What follows belongs to an exercise in optimizing a design on an open flow for small area and few clock cycles; a production flow would make more cautious choices.
Only simulation tests tie the RTL to the original design; equivalence was not proved.

<file path="config.mk">
export PLATFORM = sky130hd
export DESIGN_NAME = chisel_aes_core
export DESIGN_NICKNAME = chisel_aes_core
export VERILOG_FILES = /design/flow/design.v
export SDC_FILE = /design/flow/constraint.sdc
export NUM_CORES = 8
export LEC_CHECK = 0
export CAP_MARGIN = 20
export CORE_MARGIN = 2
export CORE_UTILIZATION = 30
export PLACE_DENSITY = 0.45
export SLEW_MARGIN = 20
</file>
<file path="constraint.sdc">
create_clock -name core_clock -period 12.0 [get_ports {clk}]
set_input_delay 2.4000 -clock core_clock [delete_from_list [all_inputs] [get_ports {clk}]]
set_output_delay 2.4000 -clock core_clock [all_outputs]
set_load 0.01 [all_outputs]
</file>
<file path="design.v">
module aes_sbox (
    input  wire [7:0] a,
    output reg  [7:0] y
);
    always @(*) begin
        case (a)
            8'h00: y = 8'h63;
            8'h01: y = 8'h7c;
            8'h02: y = 8'h77;
            8'h03: y = 8'h7b;
            8'h04: y = 8'hf2;
            8'h05: y = 8'h6b;
            8'h06: y = 8'h6f;
            8'h07: y = 8'hc5;
            8'h08: y = 8'h30;
            8'h09: y = 8'h01;
            8'h0a: y = 8'h67;
            8'h0b: y = 8'h2b;
            8'h0c: y = 8'hfe;
            8'h0d: y = 8'hd7;
            8'h0e: y = 8'hab;
            8'h0f: y = 8'h76;
            8'h10: y = 8'hca;
            8'h11: y = 8'h82;
            8'h12: y = 8'hc9;
            8'h13: y = 8'h7d;
            8'h14: y = 8'hfa;
            8'h15: y = 8'h59;
            8'h16: y = 8'h47;
            8'h17: y = 8'hf0;
            8'h18: y = 8'had;
            8'h19: y = 8'hd4;
            8'h1a: y = 8'ha2;
            8'h1b: y = 8'haf;
            8'h1c: y = 8'h9c;
            8'h1d: y = 8'ha4;
            8'h1e: y = 8'h72;
            8'h1f: y = 8'hc0;
            8'h20: y = 8'hb7;
            8'h21: y = 8'hfd;
            8'h22: y = 8'h93;
            8'h23: y = 8'h26;
            8'h24: y = 8'h36;
            8'h25: y = 8'h3f;
            8'h26: y = 8'hf7;
            8'h27: y = 8'hcc;
            8'h28: y = 8'h34;
            8'h29: y = 8'ha5;
            8'h2a: y = 8'he5;
            8'h2b: y = 8'hf1;
            8'h2c: y = 8'h71;
            8'h2d: y = 8'hd8;
            8'h2e: y = 8'h31;
            8'h2f: y = 8'h15;
            8'h30: y = 8'h04;
            8'h31: y = 8'hc7;
            8'h32: y = 8'h23;
            8'h33: y = 8'hc3;
            8'h34: y = 8'h18;
            8'h35: y = 8'h96;
            8'h36: y = 8'h05;
            8'h37: y = 8'h9a;
            8'h38: y = 8'h07;
            8'h39: y = 8'h12;
            8'h3a: y = 8'h80;
            8'h3b: y = 8'he2;
            8'h3c: y = 8'heb;
            8'h3d: y = 8'h27;
            8'h3e: y = 8'hb2;
            8'h3f: y = 8'h75;
            8'h40: y = 8'h09;
            8'h41: y = 8'h83;
            8'h42: y = 8'h2c;
            8'h43: y = 8'h1a;
            8'h44: y = 8'h1b;
            8'h45: y = 8'h6e;
            8'h46: y = 8'h5a;
            8'h47: y = 8'ha0;
            8'h48: y = 8'h52;
            8'h49: y = 8'h3b;
            8'h4a: y = 8'hd6;
            8'h4b: y = 8'hb3;
            8'h4c: y = 8'h29;
            8'h4d: y = 8'he3;
            8'h4e: y = 8'h2f;
            8'h4f: y = 8'h84;
            8'h50: y = 8'h53;
            8'h51: y = 8'hd1;
            8'h52: y = 8'h00;
            8'h53: y = 8'hed;
            8'h54: y = 8'h20;
            8'h55: y = 8'hfc;
            8'h56: y = 8'hb1;
            8'h57: y = 8'h5b;
            8'h58: y = 8'h6a;
            8'h59: y = 8'hcb;
            8'h5a: y = 8'hbe;
            8'h5b: y = 8'h39;
            8'h5c: y = 8'h4a;
            8'h5d: y = 8'h4c;
            8'h5e: y = 8'h58;
            8'h5f: y = 8'hcf;
            8'h60: y = 8'hd0;
            8'h61: y = 8'hef;
            8'h62: y = 8'haa;
            8'h63: y = 8'hfb;
            8'h64: y = 8'h43;
            8'h65: y = 8'h4d;
            8'h66: y = 8'h33;
            8'h67: y = 8'h85;
            8'h68: y = 8'h45;
            8'h69: y = 8'hf9;
            8'h6a: y = 8'h02;
            8'h6b: y = 8'h7f;
            8'h6c: y = 8'h50;
            8'h6d: y = 8'h3c;
            8'h6e: y = 8'h9f;
            8'h6f: y = 8'ha8;
            8'h70: y = 8'h51;
            8'h71: y = 8'ha3;
            8'h72: y = 8'h40;
            8'h73: y = 8'h8f;
            8'h74: y = 8'h92;
            8'h75: y = 8'h9d;
            8'h76: y = 8'h38;
            8'h77: y = 8'hf5;
            8'h78: y = 8'hbc;
            8'h79: y = 8'hb6;
            8'h7a: y = 8'hda;
            8'h7b: y = 8'h21;
            8'h7c: y = 8'h10;
            8'h7d: y = 8'hff;
            8'h7e: y = 8'hf3;
            8'h7f: y = 8'hd2;
            8'h80: y = 8'hcd;
            8'h81: y = 8'h0c;
            8'h82: y = 8'h13;
            8'h83: y = 8'hec;
            8'h84: y = 8'h5f;
            8'h85: y = 8'h97;
            8'h86: y = 8'h44;
            8'h87: y = 8'h17;
            8'h88: y = 8'hc4;
            8'h89: y = 8'ha7;
            8'h8a: y = 8'h7e;
            8'h8b: y = 8'h3d;
            8'h8c: y = 8'h64;
            8'h8d: y = 8'h5d;
            8'h8e: y = 8'h19;
            8'h8f: y = 8'h73;
            8'h90: y = 8'h60;
            8'h91: y = 8'h81;
            8'h92: y = 8'h4f;
            8'h93: y = 8'hdc;
            8'h94: y = 8'h22;
            8'h95: y = 8'h2a;
            8'h96: y = 8'h90;
            8'h97: y = 8'h88;
            8'h98: y = 8'h46;
            8'h99: y = 8'hee;
            8'h9a: y = 8'hb8;
            8'h9b: y = 8'h14;
            8'h9c: y = 8'hde;
            8'h9d: y = 8'h5e;
            8'h9e: y = 8'h0b;
            8'h9f: y = 8'hdb;
            8'ha0: y = 8'he0;
            8'ha1: y = 8'h32;
            8'ha2: y = 8'h3a;
            8'ha3: y = 8'h0a;
            8'ha4: y = 8'h49;
            8'ha5: y = 8'h06;
            8'ha6: y = 8'h24;
            8'ha7: y = 8'h5c;
            8'ha8: y = 8'hc2;
            8'ha9: y = 8'hd3;
            8'haa: y = 8'hac;
            8'hab: y = 8'h62;
            8'hac: y = 8'h91;
            8'had: y = 8'h95;
            8'hae: y = 8'he4;
            8'haf: y = 8'h79;
            8'hb0: y = 8'he7;
            8'hb1: y = 8'hc8;
            8'hb2: y = 8'h37;
            8'hb3: y = 8'h6d;
            8'hb4: y = 8'h8d;
            8'hb5: y = 8'hd5;
            8'hb6: y = 8'h4e;
            8'hb7: y = 8'ha9;
            8'hb8: y = 8'h6c;
            8'hb9: y = 8'h56;
            8'hba: y = 8'hf4;
            8'hbb: y = 8'hea;
            8'hbc: y = 8'h65;
            8'hbd: y = 8'h7a;
            8'hbe: y = 8'hae;
            8'hbf: y = 8'h08;
            8'hc0: y = 8'hba;
            8'hc1: y = 8'h78;
            8'hc2: y = 8'h25;
            8'hc3: y = 8'h2e;
            8'hc4: y = 8'h1c;
            8'hc5: y = 8'ha6;
            8'hc6: y = 8'hb4;
            8'hc7: y = 8'hc6;
            8'hc8: y = 8'he8;
            8'hc9: y = 8'hdd;
            8'hca: y = 8'h74;
            8'hcb: y = 8'h1f;
            8'hcc: y = 8'h4b;
            8'hcd: y = 8'hbd;
            8'hce: y = 8'h8b;
            8'hcf: y = 8'h8a;
            8'hd0: y = 8'h70;
            8'hd1: y = 8'h3e;
            8'hd2: y = 8'hb5;
            8'hd3: y = 8'h66;
            8'hd4: y = 8'h48;
            8'hd5: y = 8'h03;
            8'hd6: y = 8'hf6;
            8'hd7: y = 8'h0e;
            8'hd8: y = 8'h61;
            8'hd9: y = 8'h35;
            8'hda: y = 8'h57;
            8'hdb: y = 8'hb9;
            8'hdc: y = 8'h86;
            8'hdd: y = 8'hc1;
            8'hde: y = 8'h1d;
            8'hdf: y = 8'h9e;
            8'he0: y = 8'he1;
            8'he1: y = 8'hf8;
            8'he2: y = 8'h98;
            8'he3: y = 8'h11;
            8'he4: y = 8'h69;
            8'he5: y = 8'hd9;
            8'he6: y = 8'h8e;
            8'he7: y = 8'h94;
            8'he8: y = 8'h9b;
            8'he9: y = 8'h1e;
            8'hea: y = 8'h87;
            8'heb: y = 8'he9;
            8'hec: y = 8'hce;
            8'hed: y = 8'h55;
            8'hee: y = 8'h28;
            8'hef: y = 8'hdf;
            8'hf0: y = 8'h8c;
            8'hf1: y = 8'ha1;
            8'hf2: y = 8'h89;
            8'hf3: y = 8'h0d;
            8'hf4: y = 8'hbf;
            8'hf5: y = 8'he6;
            8'hf6: y = 8'h42;
            8'hf7: y = 8'h68;
            8'hf8: y = 8'h41;
            8'hf9: y = 8'h99;
            8'hfa: y = 8'h2d;
            8'hfb: y = 8'h0f;
            8'hfc: y = 8'hb0;
            8'hfd: y = 8'h54;
            8'hfe: y = 8'hbb;
            8'hff: y = 8'h16;
            default: y = 8'h00;
        endcase
    end
endmodule
module aes_inv_sbox (
    input  wire [7:0] a,
    output reg  [7:0] y
);
    always @(*) begin
        case (a)
            8'h00: y = 8'h52;
            8'h01: y = 8'h09;
            8'h02: y = 8'h6a;
            8'h03: y = 8'hd5;
            8'h04: y = 8'h30;
            8'h05: y = 8'h36;
            8'h06: y = 8'ha5;
            8'h07: y = 8'h38;
            8'h08: y = 8'hbf;
            8'h09: y = 8'h40;
            8'h0a: y = 8'ha3;
            8'h0b: y = 8'h9e;
            8'h0c: y = 8'h81;
            8'h0d: y = 8'hf3;
            8'h0e: y = 8'hd7;
            8'h0f: y = 8'hfb;
            8'h10: y = 8'h7c;
            8'h11: y = 8'he3;
            8'h12: y = 8'h39;
            8'h13: y = 8'h82;
            8'h14: y = 8'h9b;
            8'h15: y = 8'h2f;
            8'h16: y = 8'hff;
            8'h17: y = 8'h87;
            8'h18: y = 8'h34;
            8'h19: y = 8'h8e;
            8'h1a: y = 8'h43;
            8'h1b: y = 8'h44;
            8'h1c: y = 8'hc4;
            8'h1d: y = 8'hde;
            8'h1e: y = 8'he9;
            8'h1f: y = 8'hcb;
            8'h20: y = 8'h54;
            8'h21: y = 8'h7b;
            8'h22: y = 8'h94;
            8'h23: y = 8'h32;
            8'h24: y = 8'ha6;
            8'h25: y = 8'hc2;
            8'h26: y = 8'h23;
            8'h27: y = 8'h3d;
            8'h28: y = 8'hee;
            8'h29: y = 8'h4c;
            8'h2a: y = 8'h95;
            8'h2b: y = 8'h0b;
            8'h2c: y = 8'h42;
            8'h2d: y = 8'hfa;
            8'h2e: y = 8'hc3;
            8'h2f: y = 8'h4e;
            8'h30: y = 8'h08;
            8'h31: y = 8'h2e;
            8'h32: y = 8'ha1;
            8'h33: y = 8'h66;
            8'h34: y = 8'h28;
            8'h35: y = 8'hd9;
            8'h36: y = 8'h24;
            8'h37: y = 8'hb2;
            8'h38: y = 8'h76;
            8'h39: y = 8'h5b;
            8'h3a: y = 8'ha2;
            8'h3b: y = 8'h49;
            8'h3c: y = 8'h6d;
            8'h3d: y = 8'h8b;
            8'h3e: y = 8'hd1;
            8'h3f: y = 8'h25;
            8'h40: y = 8'h72;
            8'h41: y = 8'hf8;
            8'h42: y = 8'hf6;
            8'h43: y = 8'h64;
            8'h44: y = 8'h86;
            8'h45: y = 8'h68;
            8'h46: y = 8'h98;
            8'h47: y = 8'h16;
            8'h48: y = 8'hd4;
            8'h49: y = 8'ha4;
            8'h4a: y = 8'h5c;
            8'h4b: y = 8'hcc;
            8'h4c: y = 8'h5d;
            8'h4d: y = 8'h65;
            8'h4e: y = 8'hb6;
            8'h4f: y = 8'h92;
            8'h50: y = 8'h6c;
            8'h51: y = 8'h70;
            8'h52: y = 8'h48;
            8'h53: y = 8'h50;
            8'h54: y = 8'hfd;
            8'h55: y = 8'hed;
            8'h56: y = 8'hb9;
            8'h57: y = 8'hda;
            8'h58: y = 8'h5e;
            8'h59: y = 8'h15;
            8'h5a: y = 8'h46;
            8'h5b: y = 8'h57;
            8'h5c: y = 8'ha7;
            8'h5d: y = 8'h8d;
            8'h5e: y = 8'h9d;
            8'h5f: y = 8'h84;
            8'h60: y = 8'h90;
            8'h61: y = 8'hd8;
            8'h62: y = 8'hab;
            8'h63: y = 8'h00;
            8'h64: y = 8'h8c;
            8'h65: y = 8'hbc;
            8'h66: y = 8'hd3;
            8'h67: y = 8'h0a;
            8'h68: y = 8'hf7;
            8'h69: y = 8'he4;
            8'h6a: y = 8'h58;
            8'h6b: y = 8'h05;
            8'h6c: y = 8'hb8;
            8'h6d: y = 8'hb3;
            8'h6e: y = 8'h45;
            8'h6f: y = 8'h06;
            8'h70: y = 8'hd0;
            8'h71: y = 8'h2c;
            8'h72: y = 8'h1e;
            8'h73: y = 8'h8f;
            8'h74: y = 8'hca;
            8'h75: y = 8'h3f;
            8'h76: y = 8'h0f;
            8'h77: y = 8'h02;
            8'h78: y = 8'hc1;
            8'h79: y = 8'haf;
            8'h7a: y = 8'hbd;
            8'h7b: y = 8'h03;
            8'h7c: y = 8'h01;
            8'h7d: y = 8'h13;
            8'h7e: y = 8'h8a;
            8'h7f: y = 8'h6b;
            8'h80: y = 8'h3a;
            8'h81: y = 8'h91;
            8'h82: y = 8'h11;
            8'h83: y = 8'h41;
            8'h84: y = 8'h4f;
            8'h85: y = 8'h67;
            8'h86: y = 8'hdc;
            8'h87: y = 8'hea;
            8'h88: y = 8'h97;
            8'h89: y = 8'hf2;
            8'h8a: y = 8'hcf;
            8'h8b: y = 8'hce;
            8'h8c: y = 8'hf0;
            8'h8d: y = 8'hb4;
            8'h8e: y = 8'he6;
            8'h8f: y = 8'h73;
            8'h90: y = 8'h96;
            8'h91: y = 8'hac;
            8'h92: y = 8'h74;
            8'h93: y = 8'h22;
            8'h94: y = 8'he7;
            8'h95: y = 8'had;
            8'h96: y = 8'h35;
            8'h97: y = 8'h85;
            8'h98: y = 8'he2;
            8'h99: y = 8'hf9;
            8'h9a: y = 8'h37;
            8'h9b: y = 8'he8;
            8'h9c: y = 8'h1c;
            8'h9d: y = 8'h75;
            8'h9e: y = 8'hdf;
            8'h9f: y = 8'h6e;
            8'ha0: y = 8'h47;
            8'ha1: y = 8'hf1;
            8'ha2: y = 8'h1a;
            8'ha3: y = 8'h71;
            8'ha4: y = 8'h1d;
            8'ha5: y = 8'h29;
            8'ha6: y = 8'hc5;
            8'ha7: y = 8'h89;
            8'ha8: y = 8'h6f;
            8'ha9: y = 8'hb7;
            8'haa: y = 8'h62;
            8'hab: y = 8'h0e;
            8'hac: y = 8'haa;
            8'had: y = 8'h18;
            8'hae: y = 8'hbe;
            8'haf: y = 8'h1b;
            8'hb0: y = 8'hfc;
            8'hb1: y = 8'h56;
            8'hb2: y = 8'h3e;
            8'hb3: y = 8'h4b;
            8'hb4: y = 8'hc6;
            8'hb5: y = 8'hd2;
            8'hb6: y = 8'h79;
            8'hb7: y = 8'h20;
            8'hb8: y = 8'h9a;
            8'hb9: y = 8'hdb;
            8'hba: y = 8'hc0;
            8'hbb: y = 8'hfe;
            8'hbc: y = 8'h78;
            8'hbd: y = 8'hcd;
            8'hbe: y = 8'h5a;
            8'hbf: y = 8'hf4;
            8'hc0: y = 8'h1f;
            8'hc1: y = 8'hdd;
            8'hc2: y = 8'ha8;
            8'hc3: y = 8'h33;
            8'hc4: y = 8'h88;
            8'hc5: y = 8'h07;
            8'hc6: y = 8'hc7;
            8'hc7: y = 8'h31;
            8'hc8: y = 8'hb1;
            8'hc9: y = 8'h12;
            8'hca: y = 8'h10;
            8'hcb: y = 8'h59;
            8'hcc: y = 8'h27;
            8'hcd: y = 8'h80;
            8'hce: y = 8'hec;
            8'hcf: y = 8'h5f;
            8'hd0: y = 8'h60;
            8'hd1: y = 8'h51;
            8'hd2: y = 8'h7f;
            8'hd3: y = 8'ha9;
            8'hd4: y = 8'h19;
            8'hd5: y = 8'hb5;
            8'hd6: y = 8'h4a;
            8'hd7: y = 8'h0d;
            8'hd8: y = 8'h2d;
            8'hd9: y = 8'he5;
            8'hda: y = 8'h7a;
            8'hdb: y = 8'h9f;
            8'hdc: y = 8'h93;
            8'hdd: y = 8'hc9;
            8'hde: y = 8'h9c;
            8'hdf: y = 8'hef;
            8'he0: y = 8'ha0;
            8'he1: y = 8'he0;
            8'he2: y = 8'h3b;
            8'he3: y = 8'h4d;
            8'he4: y = 8'hae;
            8'he5: y = 8'h2a;
            8'he6: y = 8'hf5;
            8'he7: y = 8'hb0;
            8'he8: y = 8'hc8;
            8'he9: y = 8'heb;
            8'hea: y = 8'hbb;
            8'heb: y = 8'h3c;
            8'hec: y = 8'h83;
            8'hed: y = 8'h53;
            8'hee: y = 8'h99;
            8'hef: y = 8'h61;
            8'hf0: y = 8'h17;
            8'hf1: y = 8'h2b;
            8'hf2: y = 8'h04;
            8'hf3: y = 8'h7e;
            8'hf4: y = 8'hba;
            8'hf5: y = 8'h77;
            8'hf6: y = 8'hd6;
            8'hf7: y = 8'h26;
            8'hf8: y = 8'he1;
            8'hf9: y = 8'h69;
            8'hfa: y = 8'h14;
            8'hfb: y = 8'h63;
            8'hfc: y = 8'h55;
            8'hfd: y = 8'h21;
            8'hfe: y = 8'h0c;
            8'hff: y = 8'h7d;
            default: y = 8'h00;
        endcase
    end
endmodule
module chisel_aes_core (
    input  wire         clk,
    input  wire         rst,         
    input  wire         in_valid,
    output wire         in_ready,
    input  wire         in_rekey,
    input  wire [1:0]   in_ksize,
    input  wire [255:0] in_key,
    input  wire         in_dir,      
    input  wire [127:0] in_data,
    output wire         out_valid,
    output wire [127:0] out_data
);
    localparam [1:0] S_IDLE   = 2'd0,
                     S_EXPAND = 2'd1,
                     S_ROUND  = 2'd2,
                     S_DONE   = 2'd3;
    reg  [1:0]   state;
    reg  [127:0] st;           
    reg          dir_q;
    reg  [1:0]   ksize_q;
    reg  [3:0]   rnd;          
    reg  [5:0]   widx;         
    reg  [2:0]   kpos;         
    reg  [7:0]   rcon;
    reg  [31:0]  w [0:59];     
    function [3:0] nk_of(input [1:0] ks);
        case (ks)
            2'd0:    nk_of = 4'd4;
            2'd1:    nk_of = 4'd6;
            default: nk_of = 4'd8;
        endcase
    endfunction
    function [3:0] nr_of(input [1:0] ks);
        case (ks)
            2'd0:    nr_of = 4'd10;
            2'd1:    nr_of = 4'd12;
            default: nr_of = 4'd14;
        endcase
    endfunction
    wire [3:0] nk = nk_of(ksize_q);
    wire [3:0] nr = nr_of(ksize_q);
    wire [5:0] last_word = {nr, 2'b11};    
    wire [31:0] w_prev = w[widx - 6'd1];
    wire [31:0] w_back = w[widx - {2'b00, nk}];
    wire [31:0] rot_prev = {w_prev[7:0], w_prev[31:8]};    
    wire        use_rot  = (kpos == 3'd0);
    wire        use_sub  = use_rot || (nk == 4'd8 && kpos == 3'd4);
    wire [31:0] sub_in   = use_rot ? rot_prev : w_prev;
    wire [31:0] sub_out;
    genvar g;
    generate
        for (g = 0; g < 4; g = g + 1) begin : g_ksbox
            aes_sbox u_sbox (.a(sub_in[8*g +: 8]), .y(sub_out[8*g +: 8]));
        end
    endgenerate
    wire [31:0] temp  = !use_sub ? w_prev :
                        use_rot  ? (sub_out ^ {24'h0, rcon}) : sub_out;
    wire [31:0] w_new = w_back ^ temp;
    wire [3:0]   kidx = dir_q ? (nr - rnd) : rnd;
    wire [127:0] rkey = {w[{kidx, 2'd3}], w[{kidx, 2'd2}],
                         w[{kidx, 2'd1}], w[{kidx, 2'd0}]};
    function [7:0] xtime(input [7:0] b);
        xtime = {b[6:0], 1'b0} ^ (b[7] ? 8'h1b : 8'h00);
    endfunction
    function [7:0] gmul(input [7:0] b, input [3:0] k);
        reg [7:0] b2, b4, b8;
        begin
            b2 = xtime(b);
            b4 = xtime(b2);
            b8 = xtime(b4);
            gmul = (k[0] ? b : 8'h00) ^ (k[1] ? b2 : 8'h00) ^
                   (k[2] ? b4 : 8'h00) ^ (k[3] ? b8 : 8'h00);
        end
    endfunction
    function [127:0] shift_rows(input [127:0] s);
        integer r, c;
        begin
            for (c = 0; c < 4; c = c + 1)
                for (r = 0; r < 4; r = r + 1)
                    shift_rows[8*(r + 4*c) +: 8] = s[8*(r + 4*((c + r) % 4)) +: 8];
        end
    endfunction
    function [127:0] inv_shift_rows(input [127:0] s);
        integer r, c;
        begin
            for (c = 0; c < 4; c = c + 1)
                for (r = 0; r < 4; r = r + 1)
                    inv_shift_rows[8*(r + 4*((c + r) % 4)) +: 8] = s[8*(r + 4*c) +: 8];
        end
    endfunction
    function [127:0] mix_columns(input [127:0] s);
        integer c;
        reg [7:0] a0, a1, a2, a3;
        begin
            for (c = 0; c < 4; c = c + 1) begin
                a0 = s[32*c +: 8];
                a1 = s[32*c + 8 +: 8];
                a2 = s[32*c + 16 +: 8];
                a3 = s[32*c + 24 +: 8];
                mix_columns[32*c +: 8]      = gmul(a0, 4'd2) ^ gmul(a1, 4'd3) ^ a2 ^ a3;
                mix_columns[32*c + 8 +: 8]  = a0 ^ gmul(a1, 4'd2) ^ gmul(a2, 4'd3) ^ a3;
                mix_columns[32*c + 16 +: 8] = a0 ^ a1 ^ gmul(a2, 4'd2) ^ gmul(a3, 4'd3);
                mix_columns[32*c + 24 +: 8] = gmul(a0, 4'd3) ^ a1 ^ a2 ^ gmul(a3, 4'd2);
            end
        end
    endfunction
    function [127:0] inv_mix_columns(input [127:0] s);
        integer c;
        reg [7:0] a0, a1, a2, a3;
        begin
            for (c = 0; c < 4; c = c + 1) begin
                a0 = s[32*c +: 8];
                a1 = s[32*c + 8 +: 8];
                a2 = s[32*c + 16 +: 8];
                a3 = s[32*c + 24 +: 8];
                inv_mix_columns[32*c +: 8]      = gmul(a0, 4'd14) ^ gmul(a1, 4'd11) ^ gmul(a2, 4'd13) ^ gmul(a3, 4'd9);
                inv_mix_columns[32*c + 8 +: 8]  = gmul(a0, 4'd9)  ^ gmul(a1, 4'd14) ^ gmul(a2, 4'd11) ^ gmul(a3, 4'd13);
                inv_mix_columns[32*c + 16 +: 8] = gmul(a0, 4'd13) ^ gmul(a1, 4'd9)  ^ gmul(a2, 4'd14) ^ gmul(a3, 4'd11);
                inv_mix_columns[32*c + 24 +: 8] = gmul(a0, 4'd11) ^ gmul(a1, 4'd13) ^ gmul(a2, 4'd9)  ^ gmul(a3, 4'd14);
            end
        end
    endfunction
    wire [127:0] sb_out;
    wire [127:0] isr_out = inv_shift_rows(st);
    wire [127:0] isb_out;
    generate
        for (g = 0; g < 16; g = g + 1) begin : g_sbox
            aes_sbox     u_sbox  (.a(st[8*g +: 8]),      .y(sb_out[8*g +: 8]));
            aes_inv_sbox u_isbox (.a(isr_out[8*g +: 8]), .y(isb_out[8*g +: 8]));
        end
    endgenerate
    wire [127:0] enc_sr   = shift_rows(sb_out);
    wire [127:0] enc_mid  = mix_columns(enc_sr) ^ rkey;
    wire [127:0] enc_last = enc_sr ^ rkey;
    wire [127:0] dec_ark  = isb_out ^ rkey;
    wire [127:0] dec_mid  = inv_mix_columns(dec_ark);
    wire [127:0] round_out = (rnd == 4'd0) ? (st ^ rkey) :
                             (rnd == nr)   ? (dir_q ? dec_ark : enc_last) :
                                             (dir_q ? dec_mid : enc_mid);
    assign in_ready  = (state == S_IDLE);
    assign out_valid = (state == S_DONE);
    assign out_data  = st;
    wire accept = in_valid && in_ready;
    integer i;
    always @(posedge clk) begin
        if (rst) begin
            state <= S_IDLE;
        end else begin
            case (state)
                S_IDLE: begin
                    if (accept) begin
                        st    <= in_data;
                        dir_q <= in_dir;
                        rnd   <= 4'd0;
                        if (in_rekey) begin
                            ksize_q <= in_ksize;
                            for (i = 0; i < 8; i = i + 1)
                                w[i] <= in_key[32*i +: 32];
                            widx  <= {2'b00, nk_of(in_ksize)};
                            kpos  <= 3'd0;
                            rcon  <= 8'h01;
                            state <= S_EXPAND;
                        end else begin
                            state <= S_ROUND;
                        end
                    end
                end
                S_EXPAND: begin
                    w[widx] <= w_new;
                    widx    <= widx + 6'd1;
                    if (kpos == nk[2:0] - 3'd1)
                        kpos <= 3'd0;
                    else
                        kpos <= kpos + 3'd1;
                    if (use_rot)
                        rcon <= xtime(rcon);
                    if (widx == last_word)
                        state <= S_ROUND;
                end
                S_ROUND: begin
                    st  <= round_out;
                    rnd <= rnd + 4'd1;
                    if (rnd == nr)
                        state <= S_DONE;
                end
                S_DONE: begin
                    state <= S_IDLE;
                end
            endcase
        end
    end
endmodule
</file>
<file path="run.sh">
#!/bin/bash
# synth_recipe.tcl (not shown) runs the flow's synth.tcl, then flattens the netlist and writes it again
# the make line also repeats each setting of config.mk as NAME=value (left out here)
make -C /OpenROAD-flow-scripts/flow DESIGN_CONFIG=/design/flow/config.mk WORK_HOME=/design/flow/orfs CLKGATE_MAP_FILE= SYNTH_SCRIPT=/design/flow/synth_recipe.tcl finish
</file>
==> flow_summary.ini <==
[route]
drt_iter0_markers = 52800
vias = 284000
wl_um = 1940000
wl_per_cell_um = 49.4
drc = 0
dr.pass1.iters = 10
antenna_left = 0
vias_per_cell = 7.22

[floorplanning]
row_count = 340
fp.dieH_um = 930
die_area_um2 = 866000
die_x_um = 930
ios = 521
initial_utilization_pct = 30.1
coreArea_um2 = 856000

[global_routing]
grt_overflow = 0
grt_pass1_vias = 265000
grt_max_degree = 143
grtUsageTotal_pct = 42.7
antenna_found_initial = 171
grt_pass1_wl_um = 2550000

[clocking]
hold_buffers = 0
cts_resized = 0
h-tree-depth = 5
clk_pin_slew_ps = 60
cts.path.max_buffers = 4
cts_inserted_buffers = 320
cts_tree = done
clk_latency_ps = 1070
cts-root-buf = clkbuf_16
clkSinkCount = 2458
postCtsSetupBuffers = 0

[layout]
area_growth_pct = 13.4
final_util_pct = 34.1
drive_gt1_share_pct = 17.9
final_nets = 28400
finalInstanceArea_um2 = 292000

[place]
dp_slack_ps = 1240
post-dp-hpwl_um = 1430000
numPortBuffers = 520
placed_area_um2 = 281000
gp_congestion = 1.08

[sta]
worst_pin_slew_ps = 1330
drv_slew = 0
fin_crit_sh_pct = 94.0
period_minus_slack_ps = 11280
setup_viol = 0
rsz0062_at_grt = no
hold_violations = 0
max_clock_freq_mhz = 88.7
slew_headroom_pct = 10.1
layout_setup_ws_ps = 720
tns_ps = 0
clock_skew_ps = 85.6

[yosys]
synth_edf_count = 2200
synth_top_cell_area_share_pct = 25.7
syn_nets = 28700
ys_warn_count = 3
synthFlopType = edfxtp_1
ys_seq_area_share_pct = 27.7
synthTopCellsByArea = edfxtp_1 (26%), mux4_2 (14%), a21oi_1 (4.3%), o21ai_0 (4.0%), nand2_1 (3.9%)
synth_cells = 27800
synthArstFlopShare_pct = 0
syn_avg_cell_area_um2 = 9.25
ys_types = 139
syn_area_um2 = 257000
ys_ff_latch = 2458
synth_top_area_cell = edfxtp_1

[worst_hold_path]
whs_endpoint = rcon[2]$_SDFFCE_PN0P_
hp-class = register to register
min_from = rcon[1]$_SDFFCE_PN0P_
min_path_cells = 1

[setup_path]
endpoint_kind = register
cp_max_fo = 46
reg2reg_from = ksize_q[1]$_DFFE_PP_
r2r_end = g_sbox[15].u_sbox.y[5]$_DFF_P_
worstSetupPathType = register to register
worstPathArrival_ps = 12160
critPathLaunchType = register
r2r_slack_ps = 720
rr_worst_depth = 27
worstPathRequired_ps = 12880

[outcome]
status = finished clean

[run]
cap_violations = 0
[flip-flops by register name, indices dropped and copies added, names as in the netlist]
signal	count
w	2048
widx	6
ksize_q	2
rnd	4
rcon	8
kpos	3
g_sbox.u_sbox.y	128
g_sbox.u_isbox.y	128
dir_q	1
st	128
state	2
[synth_stat cells (339+ instances only)]
cell	instances
a21oi_1	2213
mux4_2	1609
a211oi_1	638
a31oi_1	636
nand2_1	2671
nor2_1	2292
xnor2_1	943
buf_2	944
nor3_1	824
xor2_1	391
mux2i_1	903
edfxtp_1	2200
a311oi_1	339
nand3_1	896
ha_1	441
o211ai_1	553
clkbuf_1	1350
mux2_2	388
o21ai_0	2049
[stage by stage]
stage               hold WS [ps]  cells
finish                       571  39400
global route                 611  39300
CTS                          576  39300
detailed placement           561  38700
global placement             537  38700
floorplan                    515  27800
[worst max-delay path, stage by stage (launching register included)]
cell and delay [ps]:
edfxtp_1 550, inv_1 220, nand2_1 170, fa_1 750, mux2_8 660, buf_12 360, buf_4 410, mux4_2 390
mux2i_1 680, mux2i_2 310, buf_4 300, xnor2_1 170, buf_4 240, xor3_1 340, xnor2_1 280, xnor2_1 170
nand3b_1 190, a32o_1 300, mux2i_2 770, buf_4 340, ha_1 530, buf_4 290, and2_1 700, nor3_1 110
nor4_1 860, a31oi_1 150, nand4_1 410, nand3_1 150
[layout make-up]
class	instances	area [um2]
flip-flops and latches	2458	71200
diodes	114	285
well taps	11500	14300
multi-input cells	22300	175000
repair buffers	2224	19400
clock buffers	397	8490
inverters	219	856
fillers	88100	564000
clock inverters	189	2050
[metal layers]
| metal | GRT usage, % | up-vias | share of wire [%] |
|---|---|---|---|
| met5 | 0 | - | 0.036 |
| met2 | 61.9 | 25500 | 41 |
| met4 | 31.4 | 76 | 9.4 |
| li1 | - | 109000 | - |
| met3 | 14.2 | 5941 | 13 |
| met1 | 53.0 | 144000 | 37 |
[cell families after synthesis]
family          after synthesis  synth area share [%]
compound gates             9255                  23.7
buf+inv                    3040                  5.43
fa+ha+maj                   443                  2.16
mux                        2966                  19.8
flops                      2458                  27.7
simple gates               7999                  14.0
xor+xnor                   1664                  7.30
[layout by cell type (no fill, tap or decap), types with 553 or more instances in the layout]
master    synthesis  routed
o211ai_1        553     553
nand3_1         896     895
o21ai_0        2049    2038
xnor2_1         943     919
nand2_1        2671    2647
a211oi_1        638     613
mux2i_1         903     849
nor2_1         2292    2195
mux4_2         1609    1609
edfxtp_1       2200    2200
nor3_1          824     820
a21oi_1        2213    2195
a31oi_1         636     628
buf_4           135    1594
[how the worst max path moves through the flow]
stage | end | slack (ps) | from | cells after the start
after global placement | g_sbox[10].u_sbox.y[4]$_DFF_P_ | 990 | ksize_q[1]$_DFFE_PP_ | 24
after CTS | g_sbox[12].u_isbox.y[7]$_DFF_P_ | 1210 | ksize_q[1]$_DFFE_PP_ | 24
after global routing | w[0][10]$_DFFE_PP_ | 820 | widx[1]$_DFFE_PP_ | 23
after floorplan | g_sbox[2].u_isbox.y[0]$_DFF_P_ | 1880 | in_valid | 16
after detailed placement | g_sbox[12].u_isbox.y[7]$_DFF_P_ | 1240 | ksize_q[1]$_DFFE_PP_ | 24
final | g_sbox[15].u_sbox.y[5]$_DFF_P_ | 720 | ksize_q[1]$_DFFE_PP_ | 27
Testbench counts, summed over its fixed seeds: cycles 32,195.

## port drivers added, routing unchanged
Ports are ideal in the flow. The routed layout listed here was re-timed in OpenROAD.
Step 1: set_driving_cell puts a clkbuf_16 on clk and a buf_2 on each other input, an assumption about the parent block.
Step 2 adds t to the input delays and takes it off the output delays; t is the mean of the earliest and latest rising clock arrival at the registers after step 1. Input paths then give back, and output paths get back, about the clock's delay inside the block.
a / b / c = ideal ports / drivers / drivers and shift; a / b = the first two.
t, ns: 1.200
setup WS [ns]: 0.720 / 0.720 / 0.720
hold slack, ns: 0.571 / 0.571 / 0.571
slew at the worst register clock pin (ns): 0.09 / 0.09
After both steps this run still meets setup and hold. For this run, drivers alone change the setup slack by 0.000 ns; drivers and shift together by 0.000 ns.
